This is an optimization exercise on Yosys and OpenROAD, whose aim is small area and a short achievable clock period, not a production implementation. RTL that was checked went through simulation tests only; none was proved equivalent to the original. Function not checked in run 1: the RTL went through the layout flow alone.

## flow/design.v (module list and top-level ports; edited modules follow where they fit)
// module cte_fma: 186 lines
// module mul24cs: 1093 lines
// module abs76: 365 lines
// module add9: 31 lines
module cte_fma (
    input  wire        clk,
    input  wire        rst,        
    input  wire        in_valid,
    input  wire        in_neg,     
    input  wire [31:0] in_a,
    input  wire [31:0] in_b,
    input  wire [31:0] in_c,
    output reg         out_valid,
    output reg  [31:0] out_r
);
  // ...
==> flow/flow/run.sh <==
#!/bin/bash
# The standard layout (standard.sh: the standard synthesis, then ORFS to
# finish) with two settings changed:
#  - the port buffers that buffer_ports adds are plain buffers (buf.txt)
#    instead of the delay cell it picks by default.
set -euo pipefail
D="$(cd "$(dirname "$0")" && pwd)"
MARGIN=$(cat "$D/margin.txt")
BUF=$(cat "$D/buf.txt")
bash standard.sh SETUP_SLACK_MARGIN="$MARGIN" \
    BUFFER_PORTS_ARGS="-buffer_cell $BUF" finish > standard_flow.log 2>&1
==> flow/flow/buf.txt <==
sky130_fd_sc_hd__buf_4
==> flow/flow/margin.txt <==
16.7
==> flow/standard.sh <==
#!/bin/bash
# synth_recipe.tcl (not shown) runs the flow's synth.tcl, then flattens the netlist and writes it again
# the make line also repeats each setting of config.mk as NAME=value (left out here)
make -C /OpenROAD-flow-scripts/flow DESIGN_CONFIG=/design/flow/config.mk WORK_HOME=/design/flow/orfs CLKGATE_MAP_FILE= SYNTH_SCRIPT=/design/flow/synth_recipe.tcl "${@:-finish}"
==> flow/config.mk <==
export PLATFORM = sky130hd
export DESIGN_NAME = cte_fma
export DESIGN_NICKNAME = cte_fma
export VERILOG_FILES = /design/flow/design.v
export SDC_FILE = /design/flow/constraint.sdc
export NUM_CORES = 4
export LEC_CHECK = 0
export CAP_MARGIN = 20
export CORE_MARGIN = 2
export CORE_UTILIZATION = 55
export CTS_CLUSTER_DIAMETER = 100
export CTS_CLUSTER_SIZE = 20
export PLACE_DENSITY = 0.7
export SLEW_MARGIN = 20
==> flow/constraint.sdc <==
create_clock -name core_clock -period 22.0 [get_ports {clk}]
set_input_delay 4.4000 -clock core_clock [delete_from_list [all_inputs] [get_ports {clk}]]
set_output_delay 4.4000 -clock core_clock [all_outputs]
set_load 0.01 [all_outputs]
==> Implementation_results.wiki, run 1 <==
{| class="wikitable"
! Metric !! Value
|-
| Outcome || complete, no violations
|-
| Cell count along the critical path || 1
|-
| Number of instances in the synthesized netlist || 4387
|-
| Area growth from synthesis to layout || 7.21%
|-
| Flops & latches, synth || about 410
|-
| Vias per Instance || between 6 and 7
|-
| Most common library cell in the layout ignoring fill and taps || inv_1
|-
| Sequential fraction of the synthesis area || around a fifth
|-
| Post-Syn Nets || 5017
|-
| Simple-gate portion of the synthesized area || a little under an eighth
|-
| Sequential standard cell area || approximately 8200 sq um
|-
| Placed cell count || between 5000 and 6000
|-
| Worst-case headroom to the max-slew limit || 19.0%
|-
| Post-placement cell area || between 40000 and 50000 sq um
|-
| Rows || 96
|-
| Maxcap violations || 0
|-
| Buffering overhead || 4.56%
|-
| Synth Area in Compound Gates || about a fifth
|-
| Met2 layer usage reported by global route || 52.3%
|-
| Setup slack, reg-to-reg || roughly 17000 ps
|-
| Clock buffers and inverters, area share || approximately 1.8%
|-
| Proportion of synthesized area in mux cells || slightly above 5%
|-
| Pre-Repair DR Iteration Count || 6
|-
| Worst setup slack after layout || 16560 ps
|}
==> module cte_fma, before the edit <==
module cte_fma (
    input  wire        clk,
    input  wire        rst,        
    input  wire        in_valid,
    input  wire        in_neg,     
    input  wire [31:0] in_a,
    input  wire [31:0] in_b,
    input  wire [31:0] in_c,
    output reg         out_valid,
    output reg  [31:0] out_r
);
    wire [7:0] ia_e = in_a[30:23], ib_e = in_b[30:23], ic_e = in_c[30:23];
    wire a_zero = (ia_e == 8'd0);
    wire b_zero = (ib_e == 8'd0);
    wire c_zero = (ic_e == 8'd0);
    wire a_max  = (ia_e == 8'hFF);
    wire b_max  = (ib_e == 8'hFF);
    wire c_max  = (ic_e == 8'hFF);
    wire a_fz   = (in_a[22:0] == 23'd0);
    wire b_fz   = (in_b[22:0] == 23'd0);
    wire c_fz   = (in_c[22:0] == 23'd0);
    wire a_inf  = a_max & a_fz;
    wire b_inf  = b_max & b_fz;
    wire c_inf  = c_max & c_fz;
    wire any_nan = (a_max & ~a_fz) | (b_max & ~b_fz) | (c_max & ~c_fz);
    wire i_sp  = in_a[31] ^ in_b[31] ^ in_neg;    
    wire i_sc  = in_c[31];
    wire i_pz  = a_zero | b_zero;
    wire p_inf = a_inf | b_inf;
    wire i_nan = any_nan | (a_inf & b_zero) | (a_zero & b_inf) |
                 (p_inf & c_inf & (i_sp ^ i_sc));
    wire i_inf = p_inf | c_inf;
    wire i_isg = p_inf ? i_sp : i_sc;
    wire i_zr  = i_pz & c_zero;                  
    wire [8:0] i_sab;                            
    add9 u_sab (.a({1'b0, ia_e}), .b({1'b0, ib_e}), .s(i_sab));
    reg        v0, sp0, sc0, pz0, cz0, nan0, inf0, isg0, zr0;
    reg [22:0] fa0, fb0, fc0;
    reg [8:0]  sab0;                           
    reg [7:0]  ec0;
    always @(posedge clk) begin
        v0   <= rst ? 1'b0 : in_valid;
        sp0  <= i_sp;
        sc0  <= i_sc;
        pz0  <= i_pz;
        cz0  <= c_zero;
        nan0 <= i_nan;
        inf0 <= i_inf;
        isg0 <= i_isg;
        zr0  <= i_zr;
        fa0  <= in_a[22:0];
        fb0  <= in_b[22:0];
        fc0  <= in_c[22:0];
        sab0 <= i_sab;
        ec0  <= ic_e;
    end
    wire sub = sp0 ^ sc0;
    wire [23:0] ma = {1'b1, fa0};
    wire [23:0] mb = {1'b1, fb0};
    wire [23:0] mc = {1'b1, fc0};
    wire [49:0] ms, mcy;
    mul24cs u_mul (.a(ma), .b(mb), .s(ms), .c(mcy));
    wire signed [10:0] sh_raw = $signed({2'd0, sab0}) - $signed({3'd0, ec0}) - 11'sd100;
    wire lo = pz0 | sh_raw[10];                                
    wire hi = cz0 | (~pz0 & ~sh_raw[10] & (|sh_raw[9:7]));     
    wire signed [9:0] e47 = lo ? $signed({2'd0, ec0}) - 10'sd27
                               : $signed({1'b0, sab0}) - 10'sd127;
    wire [6:0]  sh7  = sh_raw[6:0];
    wire [23:0] mcx  = mc ^ {24{sub}};
    wire [73:0] c_sh = {{128{sub}}, mcx, {50{sub}}} >> sh7;   
    reg [4:0] tz_c;
    integer j;
    always @(*) begin
        tz_c = 5'd23;
        for (j = 22; j >= 0; j = j - 1)
            if (fc0[j]) tz_c = j[4:0];
    end
    wire signed [11:0] st_d = $signed({3'd0, sab0}) - $signed({4'd0, ec0})
                            - $signed({7'd0, tz_c}) - 12'sd151;
    wire        c_st = ~cz0 & ~pz0 & ~st_d[11];
    wire [73:0] c_al = hi ? {74{sub}} : (lo ? {mcx, {50{sub}}} : c_sh);
    wire [75:0] cx  = {sub, c_al, c_st ^ sub};
    wire [75:0] opa = {25'd0, ms, 1'b0};
    wire [75:0] opb = {25'd0, mcy, 1'b0};
    wire [75:0] s_a = opa ^ opb ^ cx;
    wire [75:0] c_a = {(opa[74:0] & opb[74:0]) | (opa[74:0] & cx[74:0]) | (opb[74:0] & cx[74:0]), 1'b0};
    reg        v1, sp1, sc1, sub1, nan1, inf1, isg1, zr1;
    reg [75:0] sa1, ca1;
    reg signed [9:0] e471;
    always @(posedge clk) begin
        v1   <= rst ? 1'b0 : v0;
        sp1  <= sp0;
        sc1  <= sc0;
        sub1 <= sub;
        nan1 <= nan0;
        inf1 <= inf0;
        isg1 <= isg0;
        zr1  <= zr0;
        sa1  <= s_a;
        ca1  <= c_a;
        e471 <= e47;
    end
    localparam [75:0] M49 = ~76'd0 << 49;           
    wire [75:0] s_b = sa1 ^ ca1 ^ M49;
    wire [75:0] c_b = {(sa1[74:0] & ca1[74:0]) | (sa1[74:0] & M49[74:0]) | (ca1[74:0] & M49[74:0]), 1'b0};
    wire [74:0] mag;
    wire        neg;
    abs76 u_add (.x(s_b), .y(c_b), .sub(sub1), .m(mag), .neg(neg));
    reg        v2, rs2, zs2, nan2, inf2, isg2, zr2;
    reg [74:0] mag2;
    reg signed [9:0] e472;
    always @(posedge clk) begin
        v2   <= rst ? 1'b0 : v1;
        rs2  <= sp1 ^ neg;
        zs2  <= sp1 & sc1;
        nan2 <= nan1;
        inf2 <= inf1;
        isg2 <= isg1;
        zr2  <= zr1;
        mag2 <= mag;
        e472 <= e471;
    end
    reg [6:0] lz, tz;
    integer k;
    always @(*) begin
        lz = 7'd75;
        for (k = 0; k < 75; k = k + 1)
            if (mag2[k]) lz = 7'd74 - k[6:0];
        tz = 7'd75;
        for (k = 74; k >= 0; k = k - 1)
            if (mag2[k]) tz = k[6:0];
    end
    wire zero = lz[6] & lz[3] & lz[1] & lz[0];     
    wire [74:0] r6 = lz[6] ? {mag2[10:0], 64'd0} : mag2;
    wire [74:0] r5 = lz[5] ? {r6[42:0], 32'd0} : r6;
    wire [39:0] r4 = lz[4] ? r5[58:19] : r5[74:35];
    wire [31:0] r3 = lz[3] ? r4[31:0] : r4[39:8];
    wire [27:0] r2 = lz[2] ? r3[27:0] : r3[31:4];
    wire [25:0] r1 = lz[1] ? r2[25:0] : r2[27:2];
    wire [24:0] r0 = lz[0] ? r1[24:0] : r1[25:1];
    wire        sticky = ({1'b0, tz} + {1'b0, lz}) < 8'd50;
    wire signed [9:0] e_norm = e472 - $signed({3'd0, lz}) + 10'sd27;
    reg        v3, rs3, zs3, nan3, inf3, isg3, zero3, st3;
    reg [24:0] nm3;                             
    reg signed [9:0] en3;
    always @(posedge clk) begin
        v3    <= rst ? 1'b0 : v2;
        rs3   <= rs2;
        zs3   <= zs2;
        nan3  <= nan2;
        inf3  <= inf2;
        isg3  <= isg2;
        zero3 <= zero | zr2;
        st3   <= sticky;
        nm3   <= r0;
        en3   <= e_norm;
    end
    wire [23:0] mant   = nm3[24:1];
    wire        guard  = nm3[0];
    wire        rup    = guard & (st3 | mant[0]);
    wire [24:0] mant_r = {1'b0, mant} + {24'd0, rup};
    wire signed [9:0] e_r = mant_r[24] ? en3 + 10'sd1 : en3;
    wire [22:0] frac_r = mant_r[22:0];            
    wire to_min_normal = (en3 == 10'sd0) && (&mant);
    reg [31:0] res;
    always @(*) begin
        if (nan3)
            res = 32'h7FC0_0000;
        else if (inf3)
            res = {isg3, 8'hFF, 23'd0};
        else if (zero3)
            res = {zs3, 31'd0};
        else if (e_r >= 10'sd255)
            res = {rs3, 8'hFF, 23'd0};
        else if (en3 >= 10'sd1)
            res = {rs3, e_r[7:0], frac_r};
        else if (to_min_normal)
            res = {rs3, 8'd1, 23'd0};
        else
            res = {rs3, 31'd0};
    end
    always @(posedge clk) begin
        out_valid <= rst ? 1'b0 : v3;
        out_r     <= res;
    end
endmodule
==> run 2: changes to the inputs <==
--- a/flow/design.v
+++ b/flow/design.v
@@ -120,15 +120,12 @@
         mag2 <= mag;
         e472 <= e471;
     end
-    reg [6:0] lz, tz;
+    reg [6:0] lz;
     integer k;
     always @(*) begin
         lz = 7'd75;
         for (k = 0; k < 75; k = k + 1)
             if (mag2[k]) lz = 7'd74 - k[6:0];
-        tz = 7'd75;
-        for (k = 74; k >= 0; k = k - 1)
-            if (mag2[k]) tz = k[6:0];
     end
     wire zero = lz[6] & lz[3] & lz[1] & lz[0];     
     wire [74:0] r6 = lz[6] ? {mag2[10:0], 64'd0} : mag2;
@@ -138,15 +135,17 @@
     wire [27:0] r2 = lz[2] ? r3[27:0] : r3[31:4];
     wire [25:0] r1 = lz[1] ? r2[25:0] : r2[27:2];
     wire [24:0] r0 = lz[0] ? r1[24:0] : r1[25:1];
-    wire        sticky = ({1'b0, tz} + {1'b0, lz}) < 8'd50;
+    wire        lo19   = |r5[18:0];
+    wire        sticky = (lz[4] ? lo19 : (lo19 | (|r5[34:19]))) |
+                         (~lz[3] & (|r4[7:0])) | (~lz[2] & (|r3[3:0])) |
+                         (~lz[1] & (|r2[1:0])) | (~lz[0] & r1[0]);
     wire signed [9:0] e_norm = e472 - $signed({3'd0, lz}) + 10'sd27;
-    reg        v3, rs3, zs3, nan3, inf3, isg3, zero3, st3;
+    reg        v3, sg3, nan3, inf3, isg3, zero3, st3;
     reg [24:0] nm3;                             
     reg signed [9:0] en3;
     always @(posedge clk) begin
         v3    <= rst ? 1'b0 : v2;
-        rs3   <= rs2;
-        zs3   <= zs2;
+        sg3   <= (zero | zr2) ? zs2 : rs2;           
         nan3  <= nan2;
         inf3  <= inf2;
         isg3  <= isg2;
@@ -169,15 +168,15 @@
         else if (inf3)
             res = {isg3, 8'hFF, 23'd0};
         else if (zero3)
-            res = {zs3, 31'd0};
+            res = {sg3, 31'd0};
         else if (e_r >= 10'sd255)
-            res = {rs3, 8'hFF, 23'd0};
+            res = {sg3, 8'hFF, 23'd0};
         else if (en3 >= 10'sd1)
-            res = {rs3, e_r[7:0], frac_r};
+            res = {sg3, e_r[7:0], frac_r};
         else if (to_min_normal)
-            res = {rs3, 8'd1, 23'd0};
+            res = {sg3, 8'd1, 23'd0};
         else
-            res = {rs3, 31'd0};
+            res = {sg3, 31'd0};
     end
     always @(posedge clk) begin
         out_valid <= rst ? 1'b0 : v3;
==> flow/flow/buf.txt (replaced) <==
sky130_fd_sc_hd__buf_1
==> flow/flow/margin.txt (replaced) <==
16.6
--- a/flow/config.mk
+++ b/flow/config.mk
@@ -9,6 +9,6 @@
 export CORE_MARGIN = 2
 export CORE_UTILIZATION = 55
 export CTS_CLUSTER_DIAMETER = 100
-export CTS_CLUSTER_SIZE = 20
+export CTS_CLUSTER_SIZE = 24
 export PLACE_DENSITY = 0.7
 export SLEW_MARGIN = 20
==> run 2 against run 1 <==
Compared with the run above: still clean; setup slack worse by 36 ps; largest cell class unchanged; routed wire length is 7.4% lower; core utilization decreased by 0.30 points; fmax shrank 0.66%; critical path type is now reg -> reg.
==> Implementation_results.wiki, run 2 <==
{| class="wikitable"
! Metric !! Value
|-
| Outcome || complete, no violations (unchanged)
|-
| Routed WL per cell || 23.3 microns (was 23.5 microns)
|-
| Critical path startpoint category || register (unchanged)
|-
| RePlAce Congestion || 0.995 (was 1.05)
|-
| Synth Area in XOR/XNOR || 11.6% (was 10.9%)
|-
| Proportion of synthesized area in mux cells || 4.69% (was 5.14%)
|-
| I/O Pins || 133 (unchanged)
|-
| Diodes inserted || 0 (unchanged)
|-
| Vias per Instance || 6.30 (was 6.33)
|-
| Number of vias after detailed routing || 31000 (was 33300)
|-
| Setup CP Type || reg -> reg (was reg -> out)
|-
| Total setup violations reported at the end of the flow || 0 (unchanged)
|-
| Critical Path End Type || register (was primary output)
|-
| Most used cells in the layout excluding fill and tap cells || 389 x dfxtp_1, 386 x inv_1, 296 x fa_1 (was 409 x inv_1, 368 x dfxtp_1, 295 x fa_1)
|-
| Global-route wire length before repair || 174000 microns (was 188000 microns)
|-
| Finished layout cell area || 38400 sq um (was 41000 sq um)
|-
| Worst-case headroom to the max-slew limit || 15.3% (was 19.0%)
|-
| CP Cell Sequence || nand2_1 > o21ai_2 > a22oi_1 > xor2_1 > fa_1 > inv_1 > fa_1 > inv_1 > fa_1 > fa_1 > inv_1 > fa_1 > fa_1 (was buf_6)
|-
| Clock H-tree levels || 1 (unchanged)
|-
| Worst path bufs/invs || 3 (was 1)
|-
| Antenna violations before repair || 1 (unchanged)
|-
| Startpoint of the most critical register-to-register path || fb0[11] (was sab0[0])
|-
| Class of the tightest hold or removal check || reg -> reg (unchanged)
|-
| Top flop regs || mag2: 75 flops, sa1: 75 flops, ca1: 49 flops (unchanged)
|-
| Global-route usage over all layers || 33.0% (was 34.0%)
|-
| Number of buffers created by CTS || 23 (was 25)
|-
| RSZ-0062 raised after global routing || yes (unchanged)
|-
| Max Transition Viols Final || 0 (unchanged)
|-
| CP max FO || 12 (was 1)
|-
| Cell area after technology mapping || 36100 sq um (was 38300 sq um)
|-
| Slew at the pin with the worst max-slew slack || 1270 ps (was 1200 ps)
|-
| Rows || 93 (was 96)
|-
| Starting density of the core || 55.8% (was 55.7%)
|-
| Height of the chip || 260 microns (was 268 microns)
|-
| Slowest cell delay on critical path || 1070 ps (was 330 ps)
|-
| Area leader, netlist || dfxtp_1 (unchanged)
|-
| Simple-gate portion of the synthesized area || 10.7% (was 11.8%)
|-
| Number of global-route vias before repair || 29700 (was 32100)
|-
| Clock root buffer || clkbuf_16 (unchanged)
|-
| Top delay family on crit path || adder cells (was flip-flops)
|-
| Setup skew after layout || 27.6 ps (was 22.8 ps)
|-
| Slowest stage cell on the critical path || o21ai_2 (was dfxtp_2)
|-
| Total half-perimeter wirelength after legalization and detailed placement || 82300 microns (was 89100 microns)
|-
| Async set or reset register ratio after synthesis || 0% (unchanged)
|-
| CTS tree || yes (unchanged)
|-
| Min Tclk post-route || 5470 ps (was 5440 ps)
|-
| Number of stages on the worst hold path || 0 (unchanged)
|-
| Final routed DRC violation total || 0 (unchanged)
|-
| Maxcap violations || 0 (unchanged)
|-
| Number of port buffers || 132 (unchanged)
|-
| # fillers || 5790 (was 6269)
|-
| Number of instances in the synthesized netlist || 4066 (was 4387)
|-
| Warnings, synthesis || 1 (unchanged)
|-
| CP Capture Point || sa1[32] (was out_r[0])
|-
| Post-placement cell area || 37400 sq um (was 40000 sq um)
|-
| Post-Syn Nets || 4689 (was 5017)
|-
| Maximum number of pins on one net before global-route repair || 70 (was 58)
|-
| Antenna viol nets, final || 0 (unchanged)
|-
| Critical path startpoint || fb0[11] (was out_r[0])
|-
| Flops & latches, synth || 404 (was 405)
|-
| Clock Sinks || 404 (was 405)
|-
| Sequential standard cell area || 8110 sq um (was 8150 sq um)
|-
| Adder and majority gate portion of the synthesized area || 24.3% (was 23.2%)
|-
| Deepest clock path buffer count || 3 (unchanged)
|-
| Pre-Repair DR Iteration Count || 6 (unchanged)
|-
| Data arrival time at the worst-slack endpoint || 5950 ps (was 1040 ps)
|-
| Synth area leaders || dfxtp_1 22%, fa_1 16%, ha_1 7.8% (was dfxtp_1 21%, fa_1 16%, ha_1 7.6%)
|-
| Setup total negative slack || 0 ps (unchanged)
|-
| Clock-pin transition on the worst setup and hold timing paths || 90 ps (was 80 ps)
|-
| Area growth from synthesis to layout || 6.57% (was 7.21%)
|-
| Setup slack, reg-to-reg || 16530 ps (was 16650 ps)
|-
| Area of the die || 67700 sq um (was 71700 sq um)
|-
| Hold buffer count at CTS || 0 (unchanged)
|-
| Number of synthesized flops with an enable pin || 0 (unchanged)
|-
| Share of Yosys cell area claimed by the top area cell type || 22.4% (was 21.2%)
|-
| Wirelength, routed || 115000 microns (was 124000 microns)
|-
| Die X || 260 microns (was 268 microns)
|-
| Required time worst endpoint || 22480 ps (was 17600 ps)
|-
| Proportion of layout cells with a drive suffix above 1 || 7.41% (was 10.0%)
|-
| Sequential fraction of the synthesis area || 22.4% (was 21.2%)
|-
| Total congestion overflow after global routing || 0 (unchanged)
|-
| Syn avg cell area || 8.87 sq um (was 8.72 sq um)
|-
| Reg-to-reg endpoint || sa1[32] (was sa1[30])
|-
| Cell count along the critical path || 13 (was 1)
|-
| Most common library cell in the layout ignoring fill and taps || dfxtp_1 (was inv_1)
|-
| Total area of multi-input combinational cells || 25800 sq um (was 27500 sq um)
|-
| Cell with the most instances after synthesis || dfxtp_1 (was inv_1)
|-
| Primary FF master, synth || dfxtp_1 (unchanged)
|-
| Cell variety after synth || 92 (was 106)
|-
| Largest family of logic cells by synthesized area || adder cells (unchanged)
|-
| Path depth of the worst reg2reg path || 13 (was 16)
|-
| Crit-path most repeated cell || fa_1
|-
| Count of final hold-check violations || 0 (unchanged)
|-
| Synth Area in Compound Gates || 19.4% (was 20.3%)
|-
| Fin crit share || 24.9% (was 24.7%)
|-
| FMAX || 183 MHz (was 184 MHz)
|-
| Core Region || 64700 sq um (was 68700 sq um)
|-
| Post-Place Worst Slack || 15600 ps (was 15950 ps)
|-
| Most instantiated cells after synthesis || 404 x dfxtp_1, 389 x inv_1, 297 x fa_1 (was 413 x inv_1, 405 x dfxtp_1, 298 x fa_1)
|-
| Drt first-iter violations || 3812 (was 3577)
|-
| Post-layout net count || 4676 (was 4952)
|-
| Source-to-sink clock delay at the later pin of the worst-skew pair || 600 ps (was 610 ps)
|-
| Worst setup slack after layout || 16530 ps (was 16560 ps)
|}
-- run 2: cell types whose count changed in the layout (fill, tap and decap cells not counted), moves of 21 or more --
cell	previous run	this run
buf_1	0	97
dfxtp_1	368	389
mux2i_1	128	88
dfxtp_2	37	15
inv_1	409	386
buf_2	0	21
buf_4	185	78
buf_6	40	14
-- run 2: timing repair --
action	CTS	global route
setup buffers	0	5
resized for setup	58	22
setup endpoints to repair	99	99
gates cloned	1	2
pin swaps	1	12
-- run 2: layout make-up --
cell class / count / share of cell area, %
clock inverter: 7 / 0.306
multi-input combinational: 3014 / 67.0
timing repair buffer: 214 / 3.37
timing repair inverter: 1 / 0.0130
clock buffer: 25 / 1.54
sequential: 404 / 21.1
inverter: 395 / 3.87
tap: 855 / 2.78
-- run 2: worst min path at each step --
stage	end	from	slack, ps
after floorplan	e472[0]	e471[0]	310
after global routing	e472[0]	e471[0]	350
after CTS	isg3	isg2	330
after detailed placement	nan3	nan2	310
after global placement	e472[5]	e471[5]	310
final	nan3	nan2	330
-- run 2: logic make-up after synthesis --
family          count (synthesis)
mux                           142
xor+xnor                      475
compound gates               1061
fa+ha+maj                     523
simple gates                  811
flops                         404
buf+inv                       650
-- run 2: routing by layer --
layer | GRT usage (%) | vias up | share of wire [%]
li1 | - | 14100 | -
met1 | 45.7 | 14700 | 41
met2 | 50.8 | 1855 | 43
met3 | 5.96 | 378 | 11
met4 | 14.0 | 0 | 5.1
met5 | 0 | - | 0
-- run 2: stage by stage --
stage | hold WS [ps] | cells | utilization (%)
6_report | 333 | 4915 | 59.4
5_1_grt | 346 | 4915 | 59.4
3_5_place_dp | 312 | 4874 | 57.8
2_1_floorplan | 310 | 4066 | -
4_1_cts | 333 | 4907 | 59.1
3_3_place_gp | 311 | 4874 | 57.8
==> run 3: changes to the inputs <==
==> flow/flow/buf.txt (replaced) <==
sky130_fd_sc_hd__buf_2
==> flow/flow/margin.txt (replaced) <==
16.7
--- a/flow/config.mk
+++ b/flow/config.mk
@@ -9,6 +9,6 @@
 export CORE_MARGIN = 2
 export CORE_UTILIZATION = 55
 export CTS_CLUSTER_DIAMETER = 100
-export CTS_CLUSTER_SIZE = 24
+export CTS_CLUSTER_SIZE = 20
 export PLACE_DENSITY = 0.7
 export SLEW_MARGIN = 20
==> run 3 against run 2 <==
Compared with the run above: register-to-register slack gained 270 ps; clock skew decreased by 11 ps; sequential share of layout area fell by 0.12 points; first-iteration DRC count is 7.6% higher; final area up 0.56%; global-route usage up 0.26 points; die area stayed put; final cell count rose by 0.14%; critical path type is now reg -> out.
==> Implementation_results.wiki, run 3 <==
{| class="wikitable"
! Metric !! Value
|-
| Pre-Repair DR Iteration Count || 7 (was 6)
|-
| Deepest clock path buffer count || 3 (unchanged)
|-
| Global-route wire length before repair || 175000 microns (was 174000 microns)
|-
| CTS tree || yes (unchanged)
|-
| Clock H-tree levels || 1 (unchanged)
|-
| Most used cells in the layout excluding fill and tap cells || 392 x dfxtp_1, 384 x inv_1, 295 x fa_1 (was 389 x dfxtp_1, 386 x inv_1, 296 x fa_1)
|-
| Vias per Instance || 6.31 (was 6.30)
|-
| Number of port buffers || 132 (unchanged)
|-
| Post-layout net count || 4685 (was 4676)
|-
| Area of the die || 67700 sq um (unchanged)
|-
| Setup CP Type || reg -> out (was reg -> reg)
|-
| Total setup violations reported at the end of the flow || 0 (unchanged)
|-
| Critical path startpoint category || register (unchanged)
|-
| Number of global-route vias before repair || 29800 (was 29700)
|-
| Synth area leaders || dfxtp_1 22%, fa_1 16%, ha_1 7.8% (unchanged)
|-
| Required time worst endpoint || 17600 ps (was 22480 ps)
|-
| CP Cell Sequence || buf_6 (was nand2_1 > o21ai_2 > a22oi_1 > xor2_1 > fa_1 > inv_1 > fa_1 > inv_1 > fa_1 > fa_1 > inv_1 > fa_1 > fa_1)
|-
| Fin crit share || 24.7% (was 24.9%)
|-
| Sequential standard cell area || 8110 sq um (about the same)
|-
| Post-Syn Nets || 4689 (unchanged)
|-
| Die X || 260 microns (unchanged)
|-
| RSZ-0062 raised after global routing || yes (unchanged)
|-
| Hold buffer count at CTS || 0 (unchanged)
|-
| Number of instances in the synthesized netlist || 4066 (unchanged)
|-
| Cell with the most instances after synthesis || dfxtp_1 (unchanged)
|-
| Proportion of layout cells with a drive suffix above 1 || 10.2% (was 7.41%)
|-
| Final routed DRC violation total || 0 (unchanged)
|-
| Top delay family on crit path || flip-flops (was adder cells)
|-
| Antenna violations before repair || 0 (was 1)
|-
| Number of synthesized flops with an enable pin || 0 (unchanged)
|-
| Outcome || complete, no violations (unchanged)
|-
| Most common library cell in the layout ignoring fill and taps || dfxtp_1 (unchanged)
|-
| Area growth from synthesis to layout || 7.17% (was 6.57%)
|-
| Total area of multi-input combinational cells || 25800 sq um (about the same)
|-
| Routed WL per cell || 23.4 microns (was 23.3 microns)
|-
| Number of buffers created by CTS || 25 (was 23)
|-
| RePlAce Congestion || 0.973 (was 0.995)
|-
| Number of vias after detailed routing || 31100 (was 31000)
|-
| Flops & latches, synth || 404 (unchanged)
|-
| # fillers || 5810 (was 5790)
|-
| Drt first-iter violations || 4103 (was 3812)
|-
| Rows || 93 (unchanged)
|-
| Data arrival time at the worst-slack endpoint || 1030 ps (was 5950 ps)
|-
| Max Transition Viols Final || 0 (unchanged)
|-
| Total congestion overflow after global routing || 0 (unchanged)
|-
| Slowest stage cell on the critical path || dfxtp_2 (was o21ai_2)
|-
| Warnings, synthesis || 1 (unchanged)
|-
| Cell variety after synth || 92 (unchanged)
|-
| CP max FO || 1 (was 12)
|-
| Layout Cells excl Fill || 4922 (was 4915)
|-
| Setup total negative slack || 0 ps (unchanged)
|-
| Critical Path End Type || primary output (was register)
|-
| Clock-pin transition on the worst setup and hold timing paths || 90 ps (about the same)
|-
| Slew at the pin with the worst max-slew slack || 1090 ps (was 1270 ps)
|-
| Most instantiated cells after synthesis || 404 x dfxtp_1, 389 x inv_1, 297 x fa_1 (unchanged)
|-
| Clock root buffer || clkbuf_16 (unchanged)
|-
| Core Region || 64700 sq um (unchanged)
|-
| Slowest cell delay on critical path || 330 ps (was 1070 ps)
|-
| Sequential fraction of the synthesis area || 22.4% (unchanged)
|-
| Antenna viol nets, final || 0 (unchanged)
|-
| Height of the chip || 260 microns (unchanged)
|-
| Wirelength, routed || 115000 microns (about the same)
|-
| Clock Sinks || 404 (unchanged)
|-
| Share of Yosys cell area claimed by the top area cell type || 22.4% (unchanged)
|-
| Global-route usage over all layers || 33.3% (was 33.0%)
|-
| Setup skew after layout || 16.2 ps (was 27.6 ps)
|-
| Diodes inserted || 0 (unchanged)
|-
| Async set or reset register ratio after synthesis || 0% (unchanged)
|-
| Placed cell count || 4869 (was 4874)
|-
| FMAX || 184 MHz (was 183 MHz)
|-
| Total half-perimeter wirelength after legalization and detailed placement || 82200 microns (was 82300 microns)
|-
| Syn avg cell area || 8.87 sq um (unchanged)
|-
| Worst path bufs/invs || 1 (was 3)
|-
| Worst-case headroom to the max-slew limit || 26.7% (was 15.3%)
|-
| Top flop regs || mag2: 75 flops, sa1: 75 flops, ca1: 49 flops (unchanged)
|-
| Min Tclk post-route || 5430 ps (was 5470 ps)
|-
| Primary FF master, synth || dfxtp_1 (unchanged)
|-
| Area leader, netlist || dfxtp_1 (unchanged)
|-
| Class of the tightest hold or removal check || reg -> reg (unchanged)
|-
| I/O Pins || 133 (unchanged)
|-
| Maximum number of pins on one net before global-route repair || 70 (unchanged)
|-
| Starting density of the core || 55.8% (unchanged)
|-
| Maxcap violations || 0 (unchanged)
|-
| Cell area after technology mapping || 36100 sq um (unchanged)
|-
| Count of final hold-check violations || 0 (unchanged)
|-
| Source-to-sink clock delay at the later pin of the worst-skew pair || 600 ps (about the same)
|}
## run 3: what timing repair did
item,CTS,global route
setup buffers,6,11
gates resized for setup,28,22
hold endpoints to repair,0,0
cloned,1,3
setup endpoints to repair,108,102
pin swaps,10,5
## run 3: worst register-to-register path, cell delays in order, from the launching register on
cell and delay (ps):
dfxtp_1 620, nand2_1 350, o21ai_4 700, a22oi_1 170, xnor2_1 170, ha_1 330, fa_1 540, inv_1 60
fa_1 520, fa_1 570, inv_1 60, fa_1 500, fa_1 490
## run 3: per-stage QoR
stage               instance area (sq um)  hold slack (ps)  utilization [%]  setup WS [ps]
floorplan                           36100              310                -          16200
global placement                    37600              310             58.1          15900
detailed placement                  37600              312             58.1          15860
CTS                                 38400              330             59.4          16530
global route                        38700              337             59.8          16520
finish                              38700              330             59.8          16570
## run 3: cell type report
cell class / count / area share (%)
multi-input combinational: 3014 / 66.8
sequential: 404 / 21.0
inverter: 395 / 3.86
timing repair buffer: 220 / 3.65
tap: 855 / 2.77
clock buffer: 26 / 1.65
clock inverter: 6 / 0.230
timing repair inverter: 2 / 0.0259
## run 3: path summary, 6_finish.rpt
| path | endpoint | slack [ps] | from | cells after the start |
|---|---|---|---|---|
| worst min-delay path | e472[1] | 330 | e471[1] | 0 |
| worst min register to register | e472[1] | 330 | e471[1] | 0 |
| worst max-delay path | out_r[5] | 16570 | out_r[5] | 1 |
| worst max register to register | sa1[21] | 16800 | fb0[11] | 12 |
## run 3: per-layer routing
| metal | GRT usage (%) | vias up | wire length, microns |
|---|---|---|---|
| met4 | 13.0 | 0 | 5290 |
| met3 | 6.85 | 379 | 12700 |
| met5 | 0 | - | 0 |
| met2 | 50.4 | 1947 | 49200 |
| met1 | 46.6 | 14700 | 47900 |
| li1 | - | 14100 | - |
## run 3: logic make-up (layout without fill, tap and decap cells)
group | Yosys count | in the layout | share of synthesized area [%]
xor+xnor | 475 | 475 | 11.6
flops | 404 | 404 | 22.4
fa+ha+maj | 523 | 523 | 24.3
buf+inv | 650 | 649 | 6.95
mux | 142 | 142 | 4.69
compound gates | 1061 | 1063 | 19.4
simple gates | 811 | 811 | 10.7
==> run 4: changes to the inputs <==
==> flow/flow/margin.txt (replaced) <==
16.55
--- a/flow/config.mk
+++ b/flow/config.mk
@@ -7,8 +7,8 @@
 export LEC_CHECK = 0
 export CAP_MARGIN = 20
 export CORE_MARGIN = 2
-export CORE_UTILIZATION = 55
+export CORE_UTILIZATION = 70
 export CTS_CLUSTER_DIAMETER = 100
 export CTS_CLUSTER_SIZE = 20
-export PLACE_DENSITY = 0.7
+export PLACE_DENSITY = 0.8
 export SLEW_MARGIN = 20
==> run 4 against run 3 <==
Compared with the run above: still clean on timing, DRC and antenna; global-route usage increased by 7.5 points; synthesized cell count unchanged; register-to-register slack got worse by 200 ps; core utilization increased by 15 points; sequential share of layout area increased by 0.17 points.
==> Implementation_results.wiki, run 4 <==
{| class="wikitable"
! Metric !! Value
|-
| Slew at the pin with the worst max-slew slack || 1090 ps (about the same)
|-
| Cell area after technology mapping || 36100 sq um (unchanged)
|-
| Outcome || complete, no violations (unchanged)
|-
| Deepest clock path buffer count || 3 (unchanged)
|-
| Final design utilization || 75.1% (was 59.8%)
|-
| Post-Syn Nets || 4689 (unchanged)
|-
| Number of instances in the synthesized netlist || 4066 (unchanged)
|-
| Die X || 231 microns (was 260 microns)
|-
| Worst-case headroom to the max-slew limit || 26.6% (was 26.7%)
|-
| Critical Path End Type || primary output (unchanged)
|-
| Source-to-sink clock delay at the later pin of the worst-skew pair || 590 ps (was 600 ps)
|-
| Critical path startpoint category || register (unchanged)
|-
| Vias per Instance || 6.61 (was 6.31)
|-
| CTS tree || yes (unchanged)
|-
| Clock root buffer || clkbuf_16 (unchanged)
|-
| Slowest stage cell on the critical path || dfxtp_1 (was dfxtp_2)
|-
| Clock-pin transition on the worst setup and hold timing paths || 80 ps (was 90 ps)
|-
| Fin crit share || 24.8% (was 24.7%)
|-
| Synth area leaders || dfxtp_1 22%, fa_1 16%, ha_1 7.8% (unchanged)
|-
| Number of stages on the worst hold path || 0 (unchanged)
|-
| Final routed DRC violation total || 0 (unchanged)
|-
| Startpoint of the most critical register-to-register path || sab0[0] (was fb0[11])
|-
| Class of the tightest hold or removal check || reg -> reg (unchanged)
|-
| Maxcap violations || 0 (unchanged)
|-
| Hold buffer count at CTS || 0 (unchanged)
|-
| Count of final hold-check violations || 0 (unchanged)
|-
| Total setup violations reported at the end of the flow || 0 (unchanged)
|-
| CP max FO || 1 (unchanged)
|-
| Number of buffers created by CTS || 25 (unchanged)
|-
| Most common library cell in the layout ignoring fill and taps || dfxtp_1 (unchanged)
|-
| Clock H-tree levels || 1 (unchanged)
|-
| Most used cells in the layout excluding fill and tap cells || 389 x dfxtp_1, 386 x inv_1, 296 x fa_1 (was 392 x dfxtp_1, 384 x inv_1, 295 x fa_1)
|-
| Clock Sinks || 404 (unchanged)
|-
| Top delay family on crit path || flip-flops (unchanged)
|-
| CP Cell Sequence || buf_2 (was buf_6)
|-
| Min Tclk post-route || 5450 ps (was 5430 ps)
|-
| Flops & latches, synth || 404 (unchanged)
|-
| Total half-perimeter wirelength after legalization and detailed placement || 80800 microns (was 82200 microns)
|-
| Setup total negative slack || 0 ps (unchanged)
|-
| Path depth of the worst reg2reg path || 14 (was 12)
|-
| Pre-Repair DR Iteration Count || 6 (was 7)
|-
| RSZ-0062 raised after global routing || yes (unchanged)
|-
| Global-route wire length before repair || 170000 microns (was 175000 microns)
|-
| Total congestion overflow after global routing || 0 (unchanged)
|-
| Syn avg cell area || 8.87 sq um (unchanged)
|-
| Warnings, synthesis || 1 (unchanged)
|-
| Required time worst endpoint || 17600 ps (about the same)
|-
| Rows || 83 (was 93)
|-
| Global-route usage over all layers || 40.8% (was 33.3%)
|-
| Height of the chip || 231 microns (was 260 microns)
|-
| Number of vias after detailed routing || 31400 (was 31100)
|-
| Top flop regs || mag2: 75 flops, sa1: 75 flops, ca1: 49 flops (unchanged)
|-
| Number of synthesized flops with an enable pin || 0 (unchanged)
|-
| Core Region || 51100 sq um (was 64700 sq um)
|-
| Sequential fraction of the synthesis area || 22.4% (unchanged)
|-
| Maximum number of pins on one net before global-route repair || 69 (was 70)
|-
| Setup slack, reg-to-reg || 16600 ps (was 16800 ps)
|-
| I/O Pins || 133 (unchanged)
|-
| Antenna violations before repair || 2 (was 0)
|-
| Cell variety after synth || 92 (unchanged)
|-
| FMAX || 183 MHz (was 184 MHz)
|-
| Number of port buffers || 132 (unchanged)
|-
| Hold-critical path endpoint || nan1 (was e472[1])
|-
| Routed WL per cell || 23.4 microns (about the same)
|-
| Diodes inserted || 0 (unchanged)
|-
| Area leader, netlist || dfxtp_1 (unchanged)
|-
| Drt first-iter violations || 3830 (was 4103)
|-
| Most instantiated cells after synthesis || 404 x dfxtp_1, 389 x inv_1, 297 x fa_1 (unchanged)
|-
| Area growth from synthesis to layout || 6.30% (was 7.17%)
|-
| Hold Worst Slack || 328 ps (was 330 ps)
|-
| RePlAce Congestion || 1.01 (was 0.973)
|-
| Proportion of layout cells with a drive suffix above 1 || 9.87% (was 10.2%)
|-
| Async set or reset register ratio after synthesis || 0% (unchanged)
|-
| Primary FF master, synth || dfxtp_1 (unchanged)
|-
| Max Transition Viols Final || 0 (unchanged)
|-
| Reg-to-reg endpoint || sa1[18] (was sa1[21])
|-
| Worst hold path startpoint || nan0 (was e471[1])
|-
| Starting density of the core || 70.6% (was 55.8%)
|-
| Share of Yosys cell area claimed by the top area cell type || 22.4% (unchanged)
|-
| Setup skew after layout || 22.8 ps (was 16.2 ps)
|-
| Number of global-route vias before repair || 29700 (was 29800)
|-
| Post-layout net count || 4677 (was 4685)
|-
| Data arrival time at the worst-slack endpoint || 1050 ps (was 1030 ps)
|-
| Worst path bufs/invs || 1 (unchanged)
|-
| Setup CP Type || reg -> out (unchanged)
|-
| Antenna viol nets, final || 0 (unchanged)
|-
| Wirelength, routed || 111000 microns (was 115000 microns)
|-
| Area of the die || 53400 sq um (was 67700 sq um)
|-
| Slowest cell delay on critical path || 330 ps (about the same)
|-
| Cell with the most instances after synthesis || dfxtp_1 (unchanged)
|}
run 4: per-stage QoR:
stage | setup slack, ps | instance area [sq um] | cells
CTS | 16540 | 38100 | 4734
global route | 16450 | 38300 | 4741
global placement | 15820 | 37300 | 4699
floorplan | 16200 | 36100 | 4066
finish | 16550 | 38300 | 4741
detailed placement | 15830 | 37300 | 4699
run 4: logic make-up after synthesis:
kind of cell	Yosys count	share of synthesized area [%]
AO/OA/AOI/OAI	1061	19.4
AND/OR/NAND/NOR	811	10.7
buffers and inverters	650	6.95
adder cells (fa/ha/maj)	523	24.3
XOR/XNOR	475	11.6
flip-flops	404	22.4
multiplexers	142	4.69
run 4: routing by layer:
metal / vias up / share of wire, % / wire, microns / track usage (%)
li1: 14100 / - / - / -
met1: 14800 / 40 / 44500 / 57.6
met2: 2129 / 42 / 46900 / 60.2
met3: 376 / 13 / 14300 / 10.6
met4: 2 / 4.4 / 4870 / 15.6
met5: - / 0.013 / 14 / 0
run 4: worst max path at each step:
stage / start / to / cells past startpoint
floorplan: in_a[23] / sab0[7] / 11
global placement: in_a[2] / isg0 / 6
detailed placement: in_a[2] / isg0 / 6
CTS: out_r[27] / out_r[27] / 1
global route: sab0[0] / sa1[18] / 15
finish: out_r[1] / out_r[1] / 1
run 4: final cells by class:
class / instances / area (sq um)
fillers: 3880 / 12700
repair buffers: 214 / 1420
multi-input cells: 3013 / 25700
flip-flops and latches: 404 / 8110
clock buffers: 29 / 661
repair inverters: 1 / 5.00
inverters: 395 / 1490
well taps: 680 / 851
clock inverters: 5 / 73.8
run 4: what timing repair did:
| item | CTS | global route |
|---|---|---|
| buffers inserted | 0 | 6 |
| gates cloned | 1 | 1 |
| resized for setup | 24 | 38 |
| pin swaps | 4 | 9 |
| setup endpoints to repair | 72 | 81 |
==> run 5: changes to the inputs <==
--- a/flow/config.mk
+++ b/flow/config.mk
@@ -7,8 +7,8 @@
 export LEC_CHECK = 0
 export CAP_MARGIN = 20
 export CORE_MARGIN = 2
-export CORE_UTILIZATION = 70
+export CORE_UTILIZATION = 62
 export CTS_CLUSTER_DIAMETER = 100
 export CTS_CLUSTER_SIZE = 20
-export PLACE_DENSITY = 0.8
+export PLACE_DENSITY = 0.75
 export SLEW_MARGIN = 20
==> run 5 against run 4 <==
Compared with the run above: non-clock buffer count is the same; synthesized cell count is the same; synthesized area is the same; register-to-register slack gained 110 ps; first-iteration DRC count shrank 1.2%; die area grew 13%; clock-buffer cell count shrank 2; global-route usage shrank 5.1 points; clock skew grew 4.4 ps; routed wire length shrank 1.7%; highest routed layer is now met4.
==> Implementation_results.wiki, run 5 <==
{| class="wikitable"
! Metric !! Value
|-
| Slowest cell delay on critical path || 670 ps (was 330 ps)
|-
| Routed WL per cell || 22.6 microns (was 23.4 microns)
|-
| Slowest stage cell on the critical path || nor4_4 (was dfxtp_1)
|-
| Syn avg cell area || 8.87 sq um (unchanged)
|-
| Slew at the pin with the worst max-slew slack || 976 ps (was 1090 ps)
|-
| Share of Yosys cell area claimed by the top area cell type || 22.4% (unchanged)
|-
| Number of instances in the synthesized netlist || 4066 (unchanged)
|-
| Post-layout net count || 4678 (was 4677)
|-
| Top delay family on crit path || simple AND/OR/NAND/NOR gates (was flip-flops)
|-
| CP Cell Sequence || buf_2 > nor4_4 > nand2_2 > nor2_4 > a22oi_1 > mux2_2 (was buf_2)
|-
| Clock H-tree levels || 1 (unchanged)
|-
| Number of buffers created by CTS || 26 (was 25)
|-
| Setup skew after layout || 27.2 ps (was 22.8 ps)
|-
| Top flop regs || mag2: 75 flops, sa1: 75 flops, ca1: 49 flops (unchanged)
|-
| Number of global-route vias before repair || 29300 (was 29700)
|-
| Deepest clock path buffer count || 3 (unchanged)
|-
| Most common library cell in the layout ignoring fill and taps || dfxtp_1 (unchanged)
|-
| Clock-pin transition on the worst setup and hold timing paths || 80 ps (about the same)
|-
| Antenna viol nets, final || 0 (unchanged)
|-
| Critical path startpoint category || input port (was register)
|-
| Worst-case headroom to the max-slew limit || 34.1% (was 26.6%)
|-
| Area of the die || 60100 sq um (was 53400 sq um)
|-
| Startpoint of the most critical register-to-register path || fb0[9] (was sab0[0])
|-
| Total setup violations reported at the end of the flow || 0 (unchanged)
|-
| Maximum number of pins on one net before global-route repair || 70 (was 69)
|-
| Antenna violations before repair || 0 (was 2)
|-
| CP max FO || 2 (was 1)
|-
| Wirelength, routed || 109000 microns (was 111000 microns)
|-
| Critical Path End Type || register (was primary output)
|-
| Required time worst endpoint || 22480 ps (was 17600 ps)
|-
| Number of port buffers || 132 (unchanged)
|-
| Source-to-sink clock delay at the later pin of the worst-skew pair || 600 ps (was 590 ps)
|-
| Number of vias after detailed routing || 30900 (was 31400)
|-
| Core Region || 57600 sq um (was 51100 sq um)
|-
| Class of the tightest hold or removal check || reg -> reg (unchanged)
|-
| Warnings, synthesis || 1 (unchanged)
|-
| Post-Syn Nets || 4689 (unchanged)
|-
| Global-route wire length before repair || 168000 microns (was 170000 microns)
|-
| Final routed DRC violation total || 0 (unchanged)
|-
| Max Transition Viols Final || 0 (unchanged)
|-
| Most used cells in the layout excluding fill and tap cells || 394 x dfxtp_1, 386 x inv_1, 296 x fa_1 (was 389 x dfxtp_1, 386 x inv_1, 296 x fa_1)
|-
| # fillers || 4764 (was 3880)
|-
| Vias per Instance || 6.39 (was 6.61)
|-
| Count of final hold-check violations || 0 (unchanged)
|-
| Pre-Repair DR Iteration Count || 9 (was 6)
|-
| Cell variety after synth || 92 (unchanged)
|-
| Total half-perimeter wirelength after legalization and detailed placement || 79100 microns (was 80800 microns)
|-
| Diodes inserted || 0 (unchanged)
|-
| Primary FF master, synth || dfxtp_1 (unchanged)
|-
| Hold buffer count at CTS || 0 (unchanged)
|-
| Number of synthesized flops with an enable pin || 0 (unchanged)
|-
| Starting density of the core || 62.6% (was 70.6%)
|-
| Setup CP Type || in -> reg (was reg -> out)
|-
| Area growth from synthesis to layout || 6.50% (was 6.30%)
|-
| Cell with the most instances after synthesis || dfxtp_1 (unchanged)
|-
| Most instantiated cells after synthesis || 404 x dfxtp_1, 389 x inv_1, 297 x fa_1 (unchanged)
|-
| Clock Sinks || 404 (unchanged)
|-
| RSZ-0062 raised after global routing || yes (unchanged)
|-
| Drt first-iter violations || 3785 (was 3830)
|-
| Die X || 245 microns (was 231 microns)
|-
| Cell area after technology mapping || 36100 sq um (unchanged)
|-
| Proportion of layout cells with a drive suffix above 1 || 9.78% (was 9.87%)
|-
| Fin crit share || 24.7% (was 24.8%)
|-
| Height of the chip || 245 microns (was 231 microns)
|-
| I/O Pins || 133 (unchanged)
|-
| Min Tclk post-route || 5440 ps (was 5450 ps)
|-
| FMAX || 184 MHz (was 183 MHz)
|-
| Async set or reset register ratio after synthesis || 0% (unchanged)
|-
| Clock root buffer || clkbuf_16 (unchanged)
|-
| RePlAce Congestion || 0.982 (was 1.01)
|-
| Flops & latches, synth || 404 (unchanged)
|-
| Critical path startpoint || in_b[4] (was out_r[1])
|-
| Maxcap violations || 0 (unchanged)
|-
| Setup total negative slack || 0 ps (unchanged)
|-
| CTS tree || yes (unchanged)
|-
| Worst hold path startpoint || nan2 (was nan0)
|-
| Total congestion overflow after global routing || 0 (unchanged)
|-
| Synth area leaders || dfxtp_1 22%, fa_1 16%, ha_1 7.8% (unchanged)
|-
| Sequential fraction of the synthesis area || 22.4% (unchanged)
|-
| Worst path bufs/invs || 1 (unchanged)
|-
| Final design utilization || 66.7% (was 75.1%)
|-
| Area leader, netlist || dfxtp_1 (unchanged)
|-
| Outcome || complete, no violations (unchanged)
|-
| Global-route usage over all layers || 35.7% (was 40.8%)
|-
| Data arrival time at the worst-slack endpoint || 5930 ps (was 1050 ps)
|-
| Rows || 88 (was 83)
|}
## run 5: cell families after synthesis
logic type                 Yosys count  synth area share [%]
AOI/OAI and AO/OA                 1061                  19.4
xor gates and xnor gates           475                  11.6
adders and majority gates          523                  24.3
buffers and inverters              650                  6.95
DFF                                404                  22.4
muxes                              142                  4.69
and+or+nand+nor                    811                  10.7
## run 5: stage by stage
step | hold WS [ps] | instances | setup slack [ps] | area [sq um]
5_1_grt | 331 | 4826 | 16530 | 38400
2_1_floorplan | 310 | 4066 | 16200 | 36100
6_report | 320 | 4826 | 16560 | 38400
4_1_cts | 318 | 4820 | 16530 | 38200
3_5_place_dp | 312 | 4785 | 15580 | 37400
3_3_place_gp | 312 | 4785 | 15590 | 37400
## run 5: area by class of cell
class | instances | area (sq um) | area share [%]
timing repair buffer | 214 | 1360 | 3.53
timing repair inverter | 1 | 5.00 | 0.0130
clock buffer | 27 | 664 | 1.73
clock inverter | 7 | 83.8 | 0.218
sequential | 404 | 8100 | 21.1
inverter | 395 | 1490 | 3.87
tap | 765 | 957 | 2.49
multi-input combinational | 3013 | 25800 | 67.1
## run 5: worst reg2reg max path: stages, from the launching register on
cell,delay [ps]
dfxtp_1,690
nor2b_4,660
buf_4,430
xor2_1,150
fa_1,490
inv_1,50
fa_1,510
inv_1,60
fa_1,520
fa_1,560
inv_1,50
fa_1,530
fa_1,560
## run 5: worst paths after layout
path / end / slack [ps] / cells after the start
max: isg0 / 16560 / 6
min: nan3 / 320 / 0
max reg2reg: sa1[25] / 16710 / 12
min reg2reg: nan3 / 320 / 0
## run 5: per-layer routing
| layer | global-route usage, % | up-vias | part of all wire [%] |
|---|---|---|---|
| li1 | - | 14100 | - |
| met1 | 49.4 | 14500 | 41 |
| met2 | 54.1 | 1895 | 43 |
| met3 | 8.21 | 358 | 12 |
| met4 | 14.2 | 0 | 4.5 |
| met5 | 0 | - | 0 |
## run 5: what timing repair did
item	4_1_cts	5_1_grt
pin swaps	2	11
gates resized for setup	16	31
setup buffers	0	5
endpoints found under the setup margin	48	119
gates cloned	1	1

## afterwards: timing with drivers on the ports
How much do the figures lean on ideal ports? The routed layouts below were timed once more, with nothing changed but the port constraints. Step 1, drivers: a clkbuf_16 drives clk and a buf_2 each remaining input, both assumed. Step 2 adds t to the input delays and takes it off the output delays; t is the mean of the earliest and latest rising clock arrival at the registers after step 1. Input paths then give back, and output paths get back, about the clock's delay inside the block. Three values: ideal, step 1, step 2; two values: the first two.
run	t (ns)	setup slack, ns	worst setup path at the end
run 1	0.667	16.563 / 16.493 / 15.957	input to register
run 2	0.656	16.528 / 16.490 / 15.954	input to register
run 3	0.655	16.566 / 16.497 / 16.040	input to register
run 4	0.645	16.550 / 16.487 / 15.984	input to register
run 5	0.659	16.558 / 16.495 / 15.945	input to register
After both steps setup and hold are still met in every run listed. The setup slack of run 5, which loses most, moves by -0.063 ns with the drivers and by -0.613 ns with both steps.
